This is an optimization exercise on Yosys and OpenROAD, whose aim is small area, a short achievable clock period and few clock cycles per item, not a production implementation. The RTL was checked by simulation tests, not by an equivalence proof against the original design. Power is estimated from default activity; no workload was simulated.

File: flow/flow/run.sh
#!/bin/bash
# The standard layout (standard.sh), with the ports buffered by the smallest buffer
# (sky130_fd_sc_hd__buf_1) instead of the one buffer_ports picks by default.
set -euo pipefail
export BUFFER_PORTS_ARGS="-buffer_cell sky130_fd_sc_hd__buf_1"
bash standard.sh > standard.log 2>&1
File: flow/standard.sh
#!/bin/bash
# synth_recipe.tcl (not shown) runs the flow's synth.tcl, then flattens the netlist and writes it again
# the make line also repeats each setting of config.mk as NAME=value (left out here)
make -C /OpenROAD-flow-scripts/flow DESIGN_CONFIG=/design/flow/config.mk WORK_HOME=/design/flow/orfs CLKGATE_MAP_FILE= SYNTH_SCRIPT=/design/flow/synth_recipe.tcl "${@:-finish}"
File: flow/config.mk
export PLATFORM = sky130hd
export DESIGN_NAME = kf_tss_check
export DESIGN_NICKNAME = kf_tss_check
export VERILOG_FILES = /design/flow/design.v
export SDC_FILE = /design/flow/constraint.sdc
export NUM_CORES = 4
export LEC_CHECK = 0
export CAP_MARGIN = 20
export CORE_MARGIN = 2
export CORE_UTILIZATION = 55
export CTS_BUF_LIST = sky130_fd_sc_hd__clkbuf_8
export PLACE_DENSITY = 0.62
export SETUP_SLACK_MARGIN = 4.6
export SLEW_MARGIN = 20
export SYNTH_HIERARCHICAL = 1
export SYNTH_MINIMUM_KEEP_SIZE = 0
export TNS_END_PERCENT = 5
File: flow/constraint.sdc
create_clock -name core_clock -period 7.0 [get_ports {clk}]
set_input_delay 1.4000 -clock core_clock [delete_from_list [all_inputs] [get_ports {clk}]]
set_output_delay 1.4000 -clock core_clock [all_outputs]
set_load 0.01 [all_outputs]
File: flow/design.v
module kf_tss_check (
    input  wire         clk,
    input  wire         rst,
    input  wire         in_valid,
    output wire         in_ready,
    input  wire         in_seq_stopped,
    input  wire         in_pin_owned,
    input  wire [31:0]  in_period,
    input  wire [319:0] in_entry,
    output wire         out_valid,
    output wire [15:0]  out_status,
    output wire [3:0]   out_field
);
    assign in_ready = 1'b1;
    wire [31:0] off  [0:7];
    wire [15:0] slot [0:3];
    genvar g;
    generate
        for (g = 0; g < 8; g = g + 1) begin : g_off
            assign off[g] = in_entry[32*g +: 32];
        end
        for (g = 0; g < 4; g = g + 1) begin : g_slot
            assign slot[g] = in_entry[256 + 16*g +: 16];
        end
    endgenerate
    integer i, k;
    reg [1:0] pre;
    always @(*) begin
        if (!in_seq_stopped)        pre = 2'd1;
        else if (!in_pin_owned)     pre = 2'd2;
        else if (in_period == 32'd0) pre = 2'd3;
        else                        pre = 2'd0;
    end
    reg [3:0] slot_bad;
    always @(*) begin
        for (i = 0; i < 4; i = i + 1) begin
            slot_bad[i] = 1'b0;
            for (k = 0; k < 6; k = k + 1)
                if (slot[i][2*k +: 2] == 2'b11)
                    slot_bad[i] = 1'b1;
            if (slot[i][15:14] == 2'b11)
                slot_bad[i] = 1'b1;
            if (slot[i][13:12] == 2'b00 && slot[i][15:14] != 2'b00)
                slot_bad[i] = 1'b1;
        end
    end
    reg       c5_fail;
    reg [1:0] c5_slot;
    always @(*) begin
        c5_fail = 1'b0;
        c5_slot = 2'd0;
        for (i = 3; i >= 0; i = i - 1)
            if (slot_bad[i]) begin
                c5_fail = 1'b1;
                c5_slot = i[1:0];
            end
    end
    reg [2:0] early;
    always @(*)
        if (pre != 2'd0)  early = {1'b0, pre};
        else if (c5_fail) early = {1'b1, c5_slot};
        else              early = 3'd0;
    reg [5:0] fire [0:3];
    reg [3:0] stb2;
    always @(*) begin
        for (i = 0; i < 4; i = i + 1) begin
            for (k = 0; k < 6; k = k + 1)
                fire[i][k] = slot[i][2*k +: 2] != 2'b00;
            stb2[i] = slot[i][15:14] == 2'b01 || slot[i][15:14] == 2'b10;
        end
    end
    reg [7:0] used;
    always @(*) begin
        for (k = 0; k < 6; k = k + 1)
            used[k] = fire[0][k] | fire[1][k] | fire[2][k] | fire[3][k];
        used[6] = 1'b1;
        used[7] = |stb2;
    end
    wire [2:0] ge_p  [0:7];
    wire [2:0] far_p [0:7];
    generate
        for (g = 0; g < 8; g = g + 1) begin : g_ge
            kf_tss_ge_lo u_lo (.a(off[g][15:0]),  .b(in_period[15:0]),  .c(ge_p[g][0]));
            kf_tss_ge_hi u_hi (.a(off[g][31:16]), .b(in_period[31:16]), .g(ge_p[g][2]),
                               .p(ge_p[g][1]));
        end
    endgenerate
    kf_tss_far_lo10 u_far10_lo (.a(off[1][16:0]), .b(off[0][16:0]), .c(far_p[0][0]));
    kf_tss_far_lo10 u_far20_lo (.a(off[2][16:0]), .b(off[0][16:0]), .c(far_p[1][0]));
    kf_tss_far_lo10 u_far21_lo (.a(off[2][16:0]), .b(off[1][16:0]), .c(far_p[2][0]));
    kf_tss_far_lo10 u_far30_lo (.a(off[3][16:0]), .b(off[0][16:0]), .c(far_p[3][0]));
    kf_tss_far_lo10 u_far31_lo (.a(off[3][16:0]), .b(off[1][16:0]), .c(far_p[4][0]));
    kf_tss_far_lo10 u_far32_lo (.a(off[3][16:0]), .b(off[2][16:0]), .c(far_p[5][0]));
    kf_tss_far_lo11 u_far54_lo (.a(off[5][16:0]), .b(off[4][16:0]), .c(far_p[6][0]));
    kf_tss_far_lo10 u_far76_lo (.a(off[7][16:0]), .b(off[6][16:0]), .c(far_p[7][0]));
    kf_tss_far_hi u_far10_hi (.a(off[1][31:16]), .b(off[0][31:16]), .g(far_p[0][2]), .p(far_p[0][1]));
    kf_tss_far_hi u_far20_hi (.a(off[2][31:16]), .b(off[0][31:16]), .g(far_p[1][2]), .p(far_p[1][1]));
    kf_tss_far_hi u_far21_hi (.a(off[2][31:16]), .b(off[1][31:16]), .g(far_p[2][2]), .p(far_p[2][1]));
    kf_tss_far_hi u_far30_hi (.a(off[3][31:16]), .b(off[0][31:16]), .g(far_p[3][2]), .p(far_p[3][1]));
    kf_tss_far_hi u_far31_hi (.a(off[3][31:16]), .b(off[1][31:16]), .g(far_p[4][2]), .p(far_p[4][1]));
    kf_tss_far_hi u_far32_hi (.a(off[3][31:16]), .b(off[2][31:16]), .g(far_p[5][2]), .p(far_p[5][1]));
    kf_tss_far_hi u_far54_hi (.a(off[5][31:16]), .b(off[4][31:16]), .g(far_p[6][2]), .p(far_p[6][1]));
    kf_tss_far_hi u_far76_hi (.a(off[7][31:16]), .b(off[6][31:16]), .g(far_p[7][2]), .p(far_p[7][1]));
    wire en2 = (fire[0][4] & fire[0][5]) | (fire[1][4] & fire[1][5]) |
               (fire[2][4] & fire[2][5]) | (fire[3][4] & fire[3][5]);
    reg        s_valid;
    reg [2:0]  s_early;
    reg [2:0]  s_ge  [0:7];
    reg [1:0]  s_used_e;  
    reg        s_used_s1;  
    reg [2:0]  s_far [0:7];
    reg [3:0]  s_fire [0:3];
    reg        s_en2;
    always @(posedge clk) begin
        s_valid <= in_valid & ~rst;
        s_early <= early;
        s_used_e  <= used[5:4];
        s_used_s1 <= used[7];
        for (k = 0; k < 8; k = k + 1) begin
            s_ge[k]  <= ge_p[k];
            s_far[k] <= far_p[k];
        end
        for (i = 0; i < 4; i = i + 1)
            s_fire[i] <= fire[i][3:0];
        s_en2   <= en2;
    end
    reg [7:0] s_gek;     
    reg [7:0] s_near;    
    always @(*)
        for (k = 0; k < 8; k = k + 1) begin
            s_gek[k]  = s_ge[k][2] | (s_ge[k][1] & s_ge[k][0]);
            s_near[k] = !(s_far[k][2] | (s_far[k][1] & s_far[k][0]));
        end
    wire [3:0] s_used_d = s_fire[0] | s_fire[1] | s_fire[2] | s_fire[3];
    wire [7:0] s_c6 = {s_used_s1, 1'b1, s_used_e, s_used_d} & s_gek;
    reg [2:0] s_c7 [0:3];
    always @(*) begin
        for (i = 0; i < 4; i = i + 1) begin
            s_c7[i][0] = s_fire[i][1] & s_fire[i][0] & s_near[0];
            s_c7[i][1] = s_fire[i][2] & (s_fire[i][1] ? s_near[2] : s_fire[i][0] & s_near[1]);
            s_c7[i][2] = s_fire[i][3] & (s_fire[i][2] ? s_near[5] :
                                         s_fire[i][1] ? s_near[4] : s_fire[i][0] & s_near[3]);
        end
    end
    wire s_c8 = s_en2 & s_near[6];
    wire s_c9 = s_used_s1 & s_near[7];
    localparam [15:0] ST_OK                 = 16'h0000;
    localparam [15:0] ST_SLOT_CODE          = 16'h0106;
    localparam [15:0] ST_EDGE_BEYOND_PERIOD = 16'h0107;
    localparam [15:0] ST_EDGE_SPACING       = 16'h0108;
    localparam [15:0] ST_STROBE_ORDER       = 16'h0109;
    localparam [15:0] ST_SEQ_STATE          = 16'h0200;
    localparam [15:0] ST_PIN_UNASSIGNED     = 16'h0201;
    localparam [15:0] ST_PERIOD_EMPTY       = 16'h0202;
    localparam [3:0]  F_NONE                = 4'd15;
    reg       c6_fail;
    reg [2:0] c6_off;
    always @(*) begin
        c6_fail = 1'b0;
        c6_off  = 3'd0;
        for (k = 7; k >= 0; k = k - 1)
            if (s_c6[k]) begin
                c6_fail = 1'b1;
                c6_off  = k[2:0];
            end
    end
    reg       c7_fail;
    reg [1:0] c7_off;
    always @(*) begin
        c7_fail = 1'b0;
        c7_off  = 2'd0;
        for (i = 3; i >= 0; i = i - 1)
            if (s_c7[i] != 3'd0) begin
                c7_fail = 1'b1;
                c7_off  = s_c7[i][0] ? 2'd1 : s_c7[i][1] ? 2'd2 : 2'd3;
            end
    end
    reg [15:0] status;
    reg [3:0]  field;
    always @(*) begin
        if (s_early == 3'd1) begin
            status = ST_SEQ_STATE;          field = F_NONE;
        end else if (s_early == 3'd2) begin
            status = ST_PIN_UNASSIGNED;     field = F_NONE;
        end else if (s_early == 3'd3) begin
            status = ST_PERIOD_EMPTY;       field = F_NONE;
        end else if (s_early[2]) begin
            status = ST_SLOT_CODE;          field = {2'b10, s_early[1:0]};
        end else if (c6_fail) begin
            status = ST_EDGE_BEYOND_PERIOD; field = {1'b0, c6_off};
        end else if (c7_fail) begin
            status = ST_EDGE_SPACING;       field = {2'b00, c7_off};
        end else if (s_c8) begin
            status = ST_EDGE_SPACING;       field = 4'd5;
        end else if (s_c9) begin
            status = ST_STROBE_ORDER;       field = 4'd7;
        end else begin
            status = ST_OK;                 field = F_NONE;
        end
    end
    reg       o_valid;
    reg [5:0] o_status;    
    reg [3:0] o_field;
    always @(posedge clk) begin
        o_valid  <= s_valid & ~rst;
        o_status <= {status[9:8], status[3:0]};
        o_field  <= field;
    end
    assign out_valid  = o_valid;
    assign out_status = {6'd0, o_status[5:4], 4'd0, o_status[3:0]};
    assign out_field  = o_field;
endmodule
module kf_tss_ge_lo (
    input  wire [15:0] a,
    input  wire [15:0] b,
    output wire        c
);
    reg [15:0] G, P;
    integer s, j;
    always @(*) begin
        G = a & ~b;
        P = a | ~b;
        G[0] = P[0];
        for (s = 1; s < 16; s = s * 2)
            for (j = 0; j + s < 16; j = j + 2 * s) begin
                G[j] = G[j+s] | (P[j+s] & G[j]);
                P[j] = P[j+s] & P[j];
            end
    end
    assign c = G[0];
endmodule
module kf_tss_ge_hi (
    input  wire [15:0] a,
    input  wire [15:0] b,
    output wire        g,
    output wire        p
);
    reg [15:0] G, P;
    integer s, j;
    always @(*) begin
        G = a & ~b;
        P = a | ~b;
        for (s = 1; s < 16; s = s * 2)
            for (j = 0; j + s < 16; j = j + 2 * s) begin
                G[j] = G[j+s] | (P[j+s] & G[j]);
                P[j] = P[j+s] & P[j];
            end
    end
    assign g = G[0];
    assign p = P[0];
endmodule
module kf_tss_far_lo10 (
    input  wire [16:0] a,
    input  wire [16:0] b,
    output wire        c
);
    reg [16:0] G, P, S;
    reg        clo;
    integer s, j;
    always @(*) begin
        G = a & ~b;
        P = a | ~b;
        G[0] = P[0];
        for (s = 1; s < 10; s = s * 2)
            for (j = 0; j + s < 10; j = j + 2 * s) begin
                G[j] = G[j+s] | (P[j+s] & G[j]);
                P[j] = P[j+s] & P[j];
            end
        clo = (a[10] ^ b[10]) & G[0];
        for (j = 11; j < 17; j = j + 1) begin
            S[j] = a[j] ^ b[j];
            G[j] = (S[j] & a[j-1]) | (S[j] & ~b[j-1]);    
            P[j] = (S[j] | a[j-1]) | ~b[j-1];
        end
        for (s = 1; s < 17 - 11; s = s * 2)
            for (j = 11; j + s < 17; j = j + 2 * s) begin
                G[j] = G[j+s] | (P[j+s] & G[j]);
                P[j] = P[j+s] & P[j];
            end
    end
    assign c = G[11] | (P[11] & clo);
endmodule
module kf_tss_far_lo11 (
    input  wire [16:0] a,
    input  wire [16:0] b,
    output wire        c
);
    reg [16:0] G, P, S;
    reg        clo;
    integer s, j;
    always @(*) begin
        G = a & ~b;
        P = a | ~b;
        G[0] = P[0];
        for (s = 1; s < 11; s = s * 2)
            for (j = 0; j + s < 11; j = j + 2 * s) begin
                G[j] = G[j+s] | (P[j+s] & G[j]);
                P[j] = P[j+s] & P[j];
            end
        clo = (a[11] ^ b[11]) & G[0];
        for (j = 12; j < 17; j = j + 1) begin
            S[j] = a[j] ^ b[j];
            G[j] = (S[j] & a[j-1]) | (S[j] & ~b[j-1]);    
            P[j] = (S[j] | a[j-1]) | ~b[j-1];
        end
        for (s = 1; s < 17 - 12; s = s * 2)
            for (j = 12; j + s < 17; j = j + 2 * s) begin
                G[j] = G[j+s] | (P[j+s] & G[j]);
                P[j] = P[j+s] & P[j];
            end
    end
    assign c = G[12] | (P[12] & clo);
endmodule
module kf_tss_far_hi (
    input  wire [15:0] a,
    input  wire [15:0] b,
    output wire        g,
    output wire        p
);
    reg [15:0] S, G, P;
    integer s, j;
    always @(*) begin
        for (j = 0; j < 16; j = j + 1)
            S[j] = (j == 15) ? 1'b0 : a[j+1] ^ b[j+1];
        for (j = 0; j < 16; j = j + 1) begin
            G[j] = (S[j] & a[j]) | (S[j] & ~b[j]);
            P[j] = (S[j] | a[j]) | ~b[j];
        end
        for (s = 1; s < 16; s = s * 2)
            for (j = 0; j + s < 16; j = j + 2 * s) begin
                G[j] = G[j+s] | (P[j+s] & G[j]);
                P[j] = P[j+s] & P[j];
            end
    end
    assign g = G[0];
    assign p = P[0];
endmodule
==> results by group, run 1 <==
Run status
  – Outcome: timing/DRC/antenna clean

Floorplanning
  – Core area: 0.0270 mm^2
  – Core Rows: 60
  – Die area: 0.0289 mm^2
  – Initial core utilization: 56.2%
  – Die Y: 170 um
  – I/O pin count: 379
  – Die extent in x: 170 um

Timing
  – Final Cycle Share: 35.8%
  – Slew of the pin with the lowest slew margin: 0.814 ns
  – Hold slack: 0.455 ns
  – Max Transition Viols Final: 0
  – Unrepaired setup endpoints after global routing: true
  – Fin. Hold Viols: 0
  – Setup TNS Final: 0 ns
  – Setup WS post-layout: 4.50 ns
  – Achievable Freq: 0.400 GHz
  – Final min period: 2.50 ns
  – Final setup violation count: 0
  – Relative slew slack: 45.7%
  – Clock Skew: 0.0146 ns

Global route
  – Largest net degree at the start of global routing: 26
  – Tot GR Track Use: 37.8%
  – Vias in the first global route: 16.7k
  – Global-route wire length before repair: 87000 um
  – Antenna violations before repair: 2
  – Gr ovfl total: 0

Synthesis
  – Ys flop type: dfxtp_1
  – Mapped Cells: 2126
  – Sequential share of the synthesized area: 10.9%
  – Mux share of post-synthesis cell area: 0%
  – Synth Area in Adders: 6.55%
  – Post-synth EDFFs: 0
  – Synth unique cells: 84
  – Combinational family with the most area after synthesis: compound AO/OA/AOI/OAI gates
  – Simple logic cell fraction of the synthesized area: 31.9%
  – Synth Area in XOR/XNOR: 8.71%
  – Synthesized area: 0.0152 mm^2
  – Synth async-reset ratio: 0%
  – Mean Syn Cell Area: 7.14 um^2
  – Ys Warns: 22
  – Synth Area in Compound Gates: 32.3%
  – Synthesis-stage register bit count: 83

Detailed routing
  – Drt via density: 6.24
  – Pre-antenna DRT Iters: 7
  – Routed vias: 17.9k
  – Drt first-iter violations: 1717
  – Post-Route WL: 56800 um
  – Number of remaining DRC errors: 0
  – Wire per inst: 19.8 um
  – Final ANT Viol Nets: 0

Worst setup path
  – Crit path max fanout: 11
  – Crit path kind: input port to flop
  – Crit path max-delay family: simple AND/OR/NAND/NOR gates
  – Slowest stage delay, CP: 0.37 ns
  – CP required: 7.28 ns
  – Number of buffers and inverters on the critical path: 1
  – CP Data Arrival Time: 2.79 ns
  – Cells along the critical path: buf_2 > xor2_1 > o22ai_1 > nor4_2 > and4_1
  – CP max stage cell: and4_1
  – Setup crit end kind: flop
  – Crit start category: input port

Placement
  – PortBufs: 367
  – Detail Placement HPWL: 45800 um
  – Placed Area: 0.0170 mm^2
  – Inst Count DP: 2834
  – Place WS: 3.52 ns
  – Routability congestion estimate: 1.02

Final layout
  – Layout Area Growth over Synthesis: 16.1%
  – Multi-input logic area: 0.0122 mm^2
  – Final std cells w/o fill: 2866
  – Finished Core Util: 65.2%
  – Design area: 0.0176 mm^2
  – Commonest non-fill, non-tap cell in the layout: inv_1
  – Most frequent cells in the layout: inv_1, buf_1, nand2b_1, nor2_1, xor2_1
  – Nets@finish: 2892
  – Layout cell share with drive strength beyond 1: 16.1%
  – Fill count: 2526
  – Register Area: 0.00166 mm^2

Clock tree
  – CTS Sinks: 83
  – CTS tree: built
  – Worst-Skew Late Latency: 0.38 ns
  – Clock Tree Root: clkbuf_8
  – Clock tree buffer depth: 2
  – Reg clk slew, reported paths: 0.10 ns
  – Num CTS Buffers: 9
  – CTS Hold Bufs: 0
  – H-tree depth: 3

Pwr
  – Power, Total: 2.06 mW
  – Sw frac: 46.1%
  – NetSw: 0.948 mW
  – Clock power frac: 16.6%
  – Sequential share of power: 27.0%
  – Leak: 7.46 nW
  – Max IR drop VDD: 0.0000819 V
  – P per Cell Area: 117 mW/mm^2
  – Int Pwr: 1.11 mW
  – Logic pwr share: 56.4%

Run
  – Max-cap violations: 0

Hold path
  – Worst min path class: flop to flop
## cell usage after synthesis (12+ instances only)
master	number	area, um^2
inv_1	278	1040
nand2b_1	205	1280
nor2_1	137	514
xor2_1	135	1180
a21oi_1	112	561
o22ai_1	84	526
dfxtp_1	83	1660
o21ai_0	82	410
nand2_1	70	263
nor2b_1	70	438
a22oi_1	63	473
inv_2	47	176
maj3_1	41	410
clkinv_1	39	146
maj3_2	34	383
nand4_1	30	188
a222oi_1	29	290
o2bb2ai_1	29	254
nor3_1	26	130
nor3_2	24	240
a2bb2oi_1	18	158
or2b_1	17	128
ha_1	16	200
nand4b_1	16	140
o2111ai_1	16	140
o221ai_1	16	140
or2_2	16	100
xnor2_1	16	140
a22o_1	15	131
nor4_2	15	188
o21ai_1	15	75.1
nor4_1	14	87.6
o211ai_2	14	175
a211oi_1	13	97.6
nand3_1	13	65.1
a31oi_1	12	75.1
o211ai_1	12	90.1
## power by group through the flow
stage | clock, mW | sequential (mW) | combinational, mW
after CTS | 0.343 | 0.554 | 1.12
after global routing | 0.361 | 0.558 | 1.26
after global placement | 0 | 0.564 | 1.07
after floorplan | 0 | 0.547 | 0.679
after detailed placement | 0 | 0.564 | 1.10
final | 0.342 | 0.555 | 1.16
## area by class of cell
| type | count | share of cell area (%) |
|---|---|---|
| well taps | 341 | 2.42 |
| clock buffers | 9 | 0.703 |
| inverters | 364 | 7.75 |
| clock inverters | 7 | 0.291 |
| flip-flops and latches | 83 | 9.43 |
| diodes | 1 | 0.0142 |
| repair buffers | 386 | 9.95 |
| multi-input cells | 1675 | 69.4 |
## per-module statistics from Yosys, one instance, submodules excluded
| module | cell area [um^2] | cells | times used | flip-flops and latches |
|---|---|---|---|---|
| kf_tss_ge_hi | 310 | 51 | 8 | 0 |
| kf_tss_far_lo10 | 399 | 61 | 7 | 0 |
| kf_tss_check | 3150 | 311 | 1 | 83 |
| kf_tss_far_lo11 | 379 | 52 | 1 | 0 |
| kf_tss_far_hi | 485 | 73 | 8 | 0 |
| kf_tss_ge_lo | 310 | 43 | 8 | 0 |
## per-layer routing
layer | wire length [um] | global-route usage [%]
met1 | 22300 | 47.6
met5 | 25 | 0
met3 | 5120 | 5.56
met4 | 2550 | 16.7
met2 | 26700 | 63.9
## worst paths after layout
path	to	slack, ns	cells after the start	start
worst max-delay path	s_far[4][1]$_DFF_P_	4.50	5	in_entry[118]
worst min-delay path	o_valid$_DFF_P_	0.45	1	s_valid$_DFF_P_
worst max register to register	o_status[0]$_SDFF_PP0_	4.71	5	s_fire[0][3]$_DFF_P_
worst min register to register	o_valid$_DFF_P_	0.45	1	s_valid$_DFF_P_
## worst reg2reg max path, stage by stage (launching register included)
cell and delay [ns]:
dfxtp_1 0.36, or4_4 0.53, a222oi_1 0.60, nand4b_2 0.28, a311oi_1 0.32, nor3_1 0.08
## flip-flops by register name, summed over array words and instances (netlist names)
name / flops
s_en2: 1
s_ge: 24
s_used_e: 2
o_valid: 1
s_early: 3
s_valid: 1
s_used_s1: 1
o_status: 6
s_fire: 16
s_far: 24
o_field: 4
## cells by family after synthesis
| family | Yosys count |
|---|---|
| XOR/XNOR | 151 |
| flip-flops | 83 |
| AO/OA/AOI/OAI | 652 |
| adder cells (fa/ha/maj) | 91 |
| buffers and inverters | 377 |
| AND/OR/NAND/NOR | 770 |
| other | 2 |
## what timing repair did
| action | 4_1_cts | 5_1_grt |
|---|---|---|
| gates resized for setup | 139 | 86 |
| setup buffers | 12 | 3 |
| endpoints found under the setup margin | 47 | 48 |
| pin swaps | 15 | 12 |
Testbench counts, summed over its fixed seeds: cycles 24,016, items 24,000.
==> run 2, diff against run 1 <==
--- a/flow/config.mk
+++ b/flow/config.mk
@@ -8,5 +8,5 @@
 export CAP_MARGIN = 20
 export CORE_MARGIN = 2
-export CORE_UTILIZATION = 55
+export CORE_UTILIZATION = 60
 export CTS_BUF_LIST = sky130_fd_sc_hd__clkbuf_8
 export PLACE_DENSITY = 0.62
==> run 2 against run 1 <==
  * Core utilization grew 4.9 points
  * Cell area down 0.34%
  * Worst hold slack improved by 0.0083 ns
  * Sequential power hardly changed
  * Synthesized area unchanged
  * First-iteration DRC count shrank 13%
  * Clock power rose by 6.4%
  * Register-to-register slack improved by 0.09 ns
  * Die area decreased by 8.1%
  * Clock skew down 0.0037 ns
  * Critical path depth up 2
  * Critical endpoint is now s_ge[0][2]$_DFF_P_
  * Largest cell class unchanged
==> results by group, run 2 <==
Synthesis
  – Most numerous cell in the Yosys netlist: inv_1
  – Mux share of post-synthesis cell area: 0% (unchanged)
  – Post-synth EDFFs: 0 (unchanged)
  – Synth Area in Adders: 6.55% (unchanged)
  – Ys Warns: 22 (unchanged)
  – Synth Area in Compound Gates: 32.3% (unchanged)
  – Commonest cells post-synth: inv_1, nand2b_1, nor2_1, xor2_1, a21oi_1
  – Synth unique cells: 84 (unchanged)
  – Largest cells by area after synthesis: dfxtp_1, nand2b_1, xor2_1, inv_1, a21oi_1
  – Synth top area share: 10.9% (unchanged)
  – Area leader, netlist: dfxtp_1
  – Mapped Cells: 2126 (unchanged)
  – Mean Syn Cell Area: 7.14 um^2 (unchanged)
  – Synthesis-stage register bit count: 83 (unchanged)
  – Combinational family with the most area after synthesis: compound AO/OA/AOI/OAI gates
  – Synthesized area: 0.0152 mm^2 (unchanged)
  – Synth async-reset ratio: 0% (unchanged)
  – Sequential share of the synthesized area: 10.9% (unchanged)
  – Simple logic cell fraction of the synthesized area: 31.9% (unchanged)
  – Ys flop type: dfxtp_1
  – Synth Area in XOR/XNOR: 8.71% (unchanged)

Timing
  – Unrepaired setup endpoints after global routing: true
  – Max Transition Viols Final: 0 (unchanged)
  – Final min period: 2.44 ns (-0.0615 ns)
  – Final Cycle Share: 34.9% (-0.88 points)
  – Fin. Hold Viols: 0 (unchanged)
  – Achievable Freq: 0.410 GHz (+2.5%)
  – Setup TNS Final: 0 ns (unchanged)
  – Relative slew slack: 47.2% (+1.4 points)
  – Final setup violation count: 0 (unchanged)
  – Slew of the pin with the lowest slew margin: 0.793 ns (-0.0212 ns)
  – Clock Skew: 0.0109 ns (-0.00366 ns)

Final layout
  – Layout Area Growth over Synthesis: 15.7%
  – Nets@finish: 2893 (+0.035%)
  – Layout cell share with drive strength beyond 1: 15.9% (-0.20 points)
  – Final std cells w/o fill: 2856 (-0.35%)
  – Finished Core Util: 70.1% (+4.9 points)
  – Commonest non-fill, non-tap cell in the layout: inv_1
  – Biggest regs: s_far: 24 flops, s_ge: 24 flops, s_fire: 16 flops
  – Most frequent cells in the layout: inv_1, buf_1, nand2b_1, nor2_1, xor2_1

Worst setup path
  – CP max stage cell: buf_1
  – Cells along the critical path: buf_1 > inv_1 > nor2_1 > nor4b_4 > buf_4 > nand4_1 > nand4_1
  – CP Data Arrival Time: 2.72 ns (-0.07 ns)
  – Most frequent CP cell: nand4_1
  – Number of buffers and inverters on the critical path: 3 (+2)
  – Crit path max fanout: 9 (-2)
  – Crit path kind: input port to flop
  – Setup crit end kind: flop
  – Slowest stage delay, CP: 0.52 ns (+0.15 ns)
  – CP required: 7.28 ns (about the same)
  – Crit path max-delay family: buffers and inverters
  – Crit start category: input port

Floorplanning
  – Initial core utilization: 60.6% (+4.5 points)
  – Core Rows: 58 (-3.3%)
  – Core area: 0.0250 mm^2 (-7.4%)
  – Die area: 0.0266 mm^2 (-8.1%)
  – Die Y: 163 um (-4.2%)
  – Die extent in x: 163 um (-4.2%)
  – I/O pin count: 379 (unchanged)

Placement
  – Inst Count DP: 2824 (-0.35%)
  – Detail Placement HPWL: 43600 um (-4.9%)
  – PortBufs: 367 (unchanged)
  – Routability congestion estimate: 1.01 (-0.30%)

Hold path
  – Worst min path class: flop to flop

Global route
  – Antenna violations before repair: 2 (unchanged)
  – Global-route wire length before repair: 82900 um (-4.7%)
  – Tot GR Track Use: 39.1% (+1.3 points)
  – Gr ovfl total: 0 (unchanged)
  – Largest net degree at the start of global routing: 26 (unchanged)
  – Vias in the first global route: 16.3k (-2.4%)

Clock tree
  – Clock tree buffer depth: 2 (unchanged)
  – Num CTS Buffers: 9 (unchanged)
  – H-tree depth: 3 (unchanged)
  – Worst-Skew Late Latency: 0.39 ns (about the same)
  – CTS tree: built
  – CTS Sinks: 83 (unchanged)
  – Clock Tree Root: clkbuf_8
  – Reg clk slew, reported paths: 0.11 ns (about the same)

Run status
  – Outcome: timing/DRC/antenna clean

Run
  – Max-cap violations: 0 (unchanged)

Detailed routing
  – Pre-antenna DRT Iters: 6 (-1)
  – Drt first-iter violations: 1499 (-13%)
  – Routed vias: 17.8k (-0.43%)
  – Final ANT Viol Nets: 0 (unchanged)
  – Number of remaining DRC errors: 0 (unchanged)
  – Wire per inst: 19.0 um (-3.9%)
  – Post-Route WL: 54400 um (-4.2%)
  – Drt via density: 6.23 (about the same)

Pwr
  – Max IR drop VDD: 0.000115 V (+40%)
  – P per Cell Area: 117 mW/mm^2 (+0.54%)
  – Leak: 7.43 nW (-0.36%)
-- run 2: timing repair --
item	in CTS	in global routing
endpoints found under the hold margin	0	0
pin swaps	11	19
setup endpoints to repair	46	50
gates resized for setup	112	84
hold buffers	0	0
buffers inserted	7	8
gates cloned	0	0
-- run 2: kinds of logic after synthesis --
kind of cell / after synthesis
AND/OR/NAND/NOR: 770
XOR/XNOR: 151
other: 2
buffers and inverters: 377
AO/OA/AOI/OAI: 652
adder cells (fa/ha/maj): 91
flip-flops: 83
-- run 2: worst paths after layout --
check / start / end / slack [ns] / cells after the start
hold reg to reg: s_valid$_DFF_P_ / o_valid$_DFF_P_ / 0.46 / 1
hold / removal: s_valid$_DFF_P_ / o_valid$_DFF_P_ / 0.46 / 1
setup reg to reg: s_far[3][1]$_DFF_P_ / o_status[3]$_SDFF_PP0_ / 4.80 / 6
setup / recovery: in_period[25] / s_ge[0][2]$_DFF_P_ / 4.56 / 7
-- run 2: area by class of cell --
class / instances / area [um^2]
fillers: 2273 / 7470
flip-flops and latches: 83 / 1660
multi-input cells: 1675 / 12200
diodes: 1 / 2.50
clock buffers: 9 / 124
well taps: 330 / 413
clock inverters: 7 / 72.6
inverters: 364 / 1370
repair buffers: 387 / 1710
-- run 2: modules after synthesis (local to each module, per instance) --
| module | cell area (um^2) | cells inside | flip-flops and latches | copies in the design |
|---|---|---|---|---|
| kf_tss_check | 3150 | 311 | 83 | 1 |
| kf_tss_far_lo11 | 379 | 52 | 0 | 1 |
| kf_tss_ge_hi | 310 | 51 | 0 | 8 |
| kf_tss_ge_lo | 310 | 43 | 0 | 8 |
| kf_tss_far_lo10 | 399 | 61 | 0 | 7 |
| kf_tss_far_hi | 485 | 73 | 0 | 8 |
-- run 2: metrics by stage --
| stage | setup slack [ns] | power, mW | area, um^2 | hold WS, ns |
|---|---|---|---|---|
| floorplan | 4.45 | 1.23 | 15200 | 0.414 |
| global route | 4.52 | 2.18 | 17600 | 0.481 |
| CTS | 4.55 | 2.02 | 17400 | 0.473 |
| finish | 4.56 | 2.06 | 17600 | 0.463 |
| detailed placement | 3.53 | 1.64 | 16900 | 0.443 |
| global placement | 3.53 | 1.62 | 16900 | 0.423 |
-- run 2: power by group --
part	internal [mW]	switching, mW
sequential	0.520	0.0347
combinational	0.451	0.690
clock	0.139	0.225
total	1.11	0.950
-- run 2: worst register-to-register path, delay by kind of cell, from the launching register on --
| family | cells | cell delay [ns] |
|---|---|---|
| AO/OA/AOI/OAI | 3 | 1.12 |
| flip-flops | 1 | 0.33 |
| AND/OR/NAND/NOR | 3 | 0.65 |
-- run 2: metal layers --
layer | vias up | part of all wire (%) | GRT usage [%] | routed length [um]
li1 | 8465 | - | - | -
met1 | 8310 | 40 | 49.5 | 21900
met2 | 854 | 46 | 64.6 | 25100
met3 | 167 | 8.9 | 6.40 | 4850
met4 | 2 | 4.8 | 18.7 | 2590
met5 | - | 0.020 | 0 | 11
==> run 3, diff against run 2 <==
==> flow/flow/run.sh (replaced) <==
#!/bin/bash
# The standard layout (standard.sh), with the ports buffered by the smallest buffer
# (sky130_fd_sc_hd__buf_1) instead of the one buffer_ports picks by default, and the
# period bits' port buffers, which drive every period comparison, resized to
# sky130_fd_sc_hd__buf_4 after global placement (flow/upsize.tcl).
set -euo pipefail
export BUFFER_PORTS_ARGS="-buffer_cell sky130_fd_sc_hd__buf_1"
export POST_GLOBAL_PLACE_TCL="$(pwd)/flow/upsize.tcl"
bash standard.sh > standard.log 2>&1
==> flow/flow/upsize.tcl (new file) <==
# Drive the period bits, which fan out to every period comparison, with a stronger port
# buffer than the others.
set n 0
foreach port [get_ports {in_period[*]}] {
  set net [get_nets [get_full_name $port]]
  foreach pin [get_pins -of_objects $net] {
    set inst [get_cells -of_objects $pin]
    if { [get_property [get_lib_cells -of_objects $inst] name] eq "sky130_fd_sc_hd__buf_1" } {
      replace_cell $inst sky130_fd_sc_hd__buf_4
      incr n
    }
  }
}
puts "upsize.tcl: $n period port buffers resized to sky130_fd_sc_hd__buf_4"
==> run 3 against run 2 <==
  * Setup slack got worse by 0.024 ns
  * Largest cell class unchanged
  * Total power increased by 0.25%
  * Sequential share of layout area about the same
  * Cell area increased by 0.34%
  * Core utilization increased by 0.24 points
  * Fmax decreased by 0.97%
  * Largest power group unchanged
==> results by group, run 3 <==
Final layout
  – Layout cell share with drive strength beyond 1: 16.0% (+0.16 points)
  – Register Area: 0.00166 mm^2 (unchanged)
  – Commonest non-fill, non-tap cell in the layout: inv_1
  – Fill count: 2263 (-0.44%)
  – Most frequent cells in the layout: inv_1, buf_1, nand2b_1, nor2_1, xor2_1
  – Layout Area Growth over Synthesis: 16.1%
  – Multi-input logic area: 0.0122 mm^2 (+0.31%)
  – Biggest regs: s_far: 24 flops, s_ge: 24 flops, s_fire: 16 flops
  – Nets@finish: 2886 (-0.24%)
  – Final std cells w/o fill: 2849 (-0.25%)

Timing
  – Final Cycle Share: 35.2% (+0.34 points)
  – Fin. Hold Viols: 0 (unchanged)
  – Unrepaired setup endpoints after global routing: true
  – Achievable Freq: 0.406 GHz (-0.97%)
  – Slew of the pin with the lowest slew margin: 0.749 ns (-0.0433 ns)
  – Relative slew slack: 50.0% (+2.9 points)
  – Clock Skew: 0.00767 ns (-0.00323 ns)
  – Setup WS post-layout: 4.53 ns (-0.0240 ns)
  – Max Transition Viols Final: 0 (unchanged)
  – Final setup violation count: 0 (unchanged)
  – Setup TNS Final: 0 ns (unchanged)
  – Final min period: 2.47 ns (+0.0240 ns)

Detailed routing
  – Post-Route WL: 54800 um (+0.75%)
  – Wire length on met3: 4610 um (-4.8%)
  – Final ANT Viol Nets: 0 (unchanged)
  – Pre-antenna DRT Iters: 9 (+3)
  – Wl on met1: 22300 um (+2.0%)
  – Drt via density: 6.28 (+0.74%)
  – Drt first-iter violations: 1706 (+14%)
  – WL met2: 25400 um (+1.4%)
  – Wire per inst: 19.2 um (+1.0%)
  – Max layer used: met5
  – Number of remaining DRC errors: 0 (unchanged)
  – Routed vias: 17.9k (+0.49%)

Pwr
  – P per Cell Area: 117 mW/mm^2 (about the same)
  – Int Pwr: 1.11 mW (+0.30%)
  – Clock power frac: 17.6% (about the same)
  – NetSw: 0.952 mW (+0.20%)
  – Max IR drop VDD: 0.000116 V (+0.59%)
  – Sequential share of power: 26.9% (about the same)
  – Sw frac: 46.1% (about the same)
  – Logic pwr share: 55.6% (+0.2 points)
  – Leak: 7.45 nW (+0.34%)

Synthesis
  – Synth async-reset ratio: 0% (unchanged)
  – Ys flop type: dfxtp_1
  – Ys Warns: 22 (unchanged)
  – Sequential share of the synthesized area: 10.9% (unchanged)
  – Synthesized area: 0.0152 mm^2 (unchanged)
  – Most numerous cell in the Yosys netlist: inv_1
  – Commonest cells post-synth: inv_1, nand2b_1, nor2_1, xor2_1, a21oi_1
  – Synth unique cells: 84 (unchanged)
  – Mean Syn Cell Area: 7.14 um^2 (unchanged)
  – Mapped Cells: 2126 (unchanged)
  – Synth top area share: 10.9% (unchanged)
  – Post-synth EDFFs: 0 (unchanged)
  – Synthesis-stage register bit count: 83 (unchanged)
  – Largest cells by area after synthesis: dfxtp_1, nand2b_1, xor2_1, inv_1, a21oi_1
  – Area leader, netlist: dfxtp_1

Clock tree
  – CTS Hold Bufs: 0 (unchanged)
  – CTS tree: built
  – Worst-Skew Late Latency: 0.39 ns (about the same)
  – CTS Sinks: 83 (unchanged)
  – Clock tree buffer depth: 2 (unchanged)
  – Clock Tree Root: clkbuf_8
  – Reg clk slew, reported paths: 0.11 ns (about the same)
  – H-tree depth: 3 (unchanged)
  – Num CTS Buffers: 9 (unchanged)

Worst setup path
  – R2R Setup Slk: 4.68 ns (-0.12 ns)
  – Crit path max fanout: 11 (+2)
  – Crit path kind: input port to flop
  – Cells along the critical path: buf_2 > nand2b_1 > o221ai_1 > o21ai_0 > nand4_1 > nand4_1
  – CP required: 7.34 ns (+0.06 ns)
  – Slowest stage delay, CP: 0.54 ns (+0.02 ns)
  – Most frequent CP cell: nand4_1
  – Crit start category: input port
  – Crit path max-delay family: compound AO/OA/AOI/OAI gates
  – CP Data Arrival Time: 2.81 ns (+0.09 ns)
  – Number of buffers and inverters on the critical path: 1 (-2)
  – Setup crit end kind: flop
  – CP max stage cell: o21ai_0

Global route
  – Vias in the first global route: 16.1k (-0.76%)
  – Global-route wire length before repair: 83100 um (+0.19%)
  – Tot GR Track Use: 39.2% (+0.099 points)
  – Antenna violations before repair: 3 (+1)
  – Largest net degree at the start of global routing: 26 (unchanged)
  – Gr ovfl total: 0 (unchanged)

Placement
  – Detail Placement HPWL: 43800 um (+0.44%)
  – Inst Count DP: 2824 (unchanged)
  – Place WS: 3.73 ns (+0.206 ns)
  – PortBufs: 367 (unchanged)

Floorplanning
  – Initial core utilization: 60.6% (unchanged)
  – I/O pin count: 379 (unchanged)
  – Core Rows: 58 (unchanged)
  – Die Y: 163 um (unchanged)
  – Die area: 0.0266 mm^2 (unchanged)
  – Die extent in x: 163 um (unchanged)
  – Core area: 0.0250 mm^2 (unchanged)

Run
  – Max-cap violations: 0 (unchanged)

Run status
  – Outcome: timing/DRC/antenna clean

Hold path
  – Worst min path class: flop to flop
run 3: cell counts after synthesis:
No cell type changed its count.
run 3: final cells by class:
class / count / share of cell area (%)
Antenna cell: 1 / 0.0142
Clock buffer: 9 / 0.703
Clock inverter: 7 / 0.405
Inverter: 364 / 7.75
Multi-Input combinational cell: 1675 / 69.5
Sequential cell: 83 / 9.43
Tap cell: 330 / 2.34
Timing Repair Buffer: 380 / 9.86
run 3: what timing repair did:
item	CTS	global route
pin swaps	2	15
resized for setup	21	119
endpoints found under the setup margin	41	50
buffers inserted	3	5
run 3: power groups by stage:
stage | combinational (mW) | clock (mW) | sequential [mW]
CTS | 1.10 | 0.366 | 0.552
detailed placement | 1.09 | 0 | 0.563
global route | 1.25 | 0.386 | 0.557
floorplan | 0.679 | 0 | 0.547
finish | 1.15 | 0.363 | 0.555
global placement | 1.06 | 0 | 0.562
run 3: metal layers:
layer | vias to the layer above | global-route usage (%)
met5 | - | 0
met2 | 904 | 65.0
met1 | 8348 | 50.7
met4 | 4 | 17.7
met3 | 168 | 5.03
li1 | 8461 | -
run 3: path summary, 6_finish.rpt:
path         cells past startpoint                     end                  from
max                              6      s_ge[0][2]$_DFF_P_          in_entry[19]
min reg2reg                      1         o_valid$_DFF_P_       s_valid$_DFF_P_
min                              1         o_valid$_DFF_P_       s_valid$_DFF_P_
max reg2reg                      5  o_status[0]$_SDFF_PP0_  s_fire[0][3]$_DFF_P_
run 3: modules after synthesis (local to each module, per instance):
module           times used  flip-flops and latches  cells inside  cell area (um^2)
kf_tss_check              1                      83           311              3150
kf_tss_far_hi             8                       0            73               485
kf_tss_far_lo10           7                       0            61               399
kf_tss_far_lo11           1                       0            52               379
kf_tss_ge_hi              8                       0            51               310
kf_tss_ge_lo              8                       0            43               310
run 3: kinds of logic (layout without fill, tap and decap cells):
group | count (synthesis) | in the layout | share of synthesized area, %
xor+xnor | 151 | 151 | 8.71
fa+ha+maj | 91 | 91 | 6.55
simple gates | 770 | 770 | 31.9
compound gates | 652 | 652 | 32.3
buf+inv | 377 | 760 | 9.60
flops | 83 | 83 | 10.9
other cells | 2 | 12 | 0.0495
run 3: through the flow:
stage	hold slack (ns)	power, mW	cell area (um^2)	util (%)
2_1_floorplan	0.414	1.23	15200	-
3_3_place_gp	0.423	1.62	16900	67.7
3_5_place_dp	0.443	1.65	17100	68.2
4_1_cts	0.463	2.02	17300	69.2
5_1_grt	0.468	2.19	17600	70.4
6_report	0.465	2.07	17600	70.4

re-timing with driven ports:
In the flow no input, the clock included, has a driving cell. The finished layouts below were timed again as built, in two steps.
Step 1 (the two cells are an assumption about what drives the block):
set clk [get_ports {clk}]
set_driving_cell -lib_cell sky130_fd_sc_hd__clkbuf_16 $clk
set_driving_cell -lib_cell sky130_fd_sc_hd__buf_2 [delete_from_list [all_inputs] $clk]
Step 2 also shifts input and output timing later by t, the mid clock arrival at the registers, as if the neighbouring blocks saw the same clock.
a / b / c = ideal / step 1 / step 2; a / b = the first two.
| run | shift t [ns] | slack for setup (ns) | hold WS [ns] | worst register clock-pin slew, ns |
|---|---|---|---|---|
| run 1 | 0.419 | 4.497 / 4.519 / 4.100 | 0.455 / 0.455 / 0.455 | 0.10 / 0.10 |
| run 2 | 0.429 | 4.559 / 4.573 / 4.144 | 0.463 / 0.463 / 0.463 | 0.11 / 0.11 |
| run 3 | 0.429 | 4.535 / 4.537 / 4.108 | 0.465 / 0.465 / 0.465 | 0.11 / 0.11 |
After both steps every run listed still meets setup and hold. For run 3, which loses most, drivers alone change the setup slack by +0.002 ns; drivers and shift together by -0.427 ns.
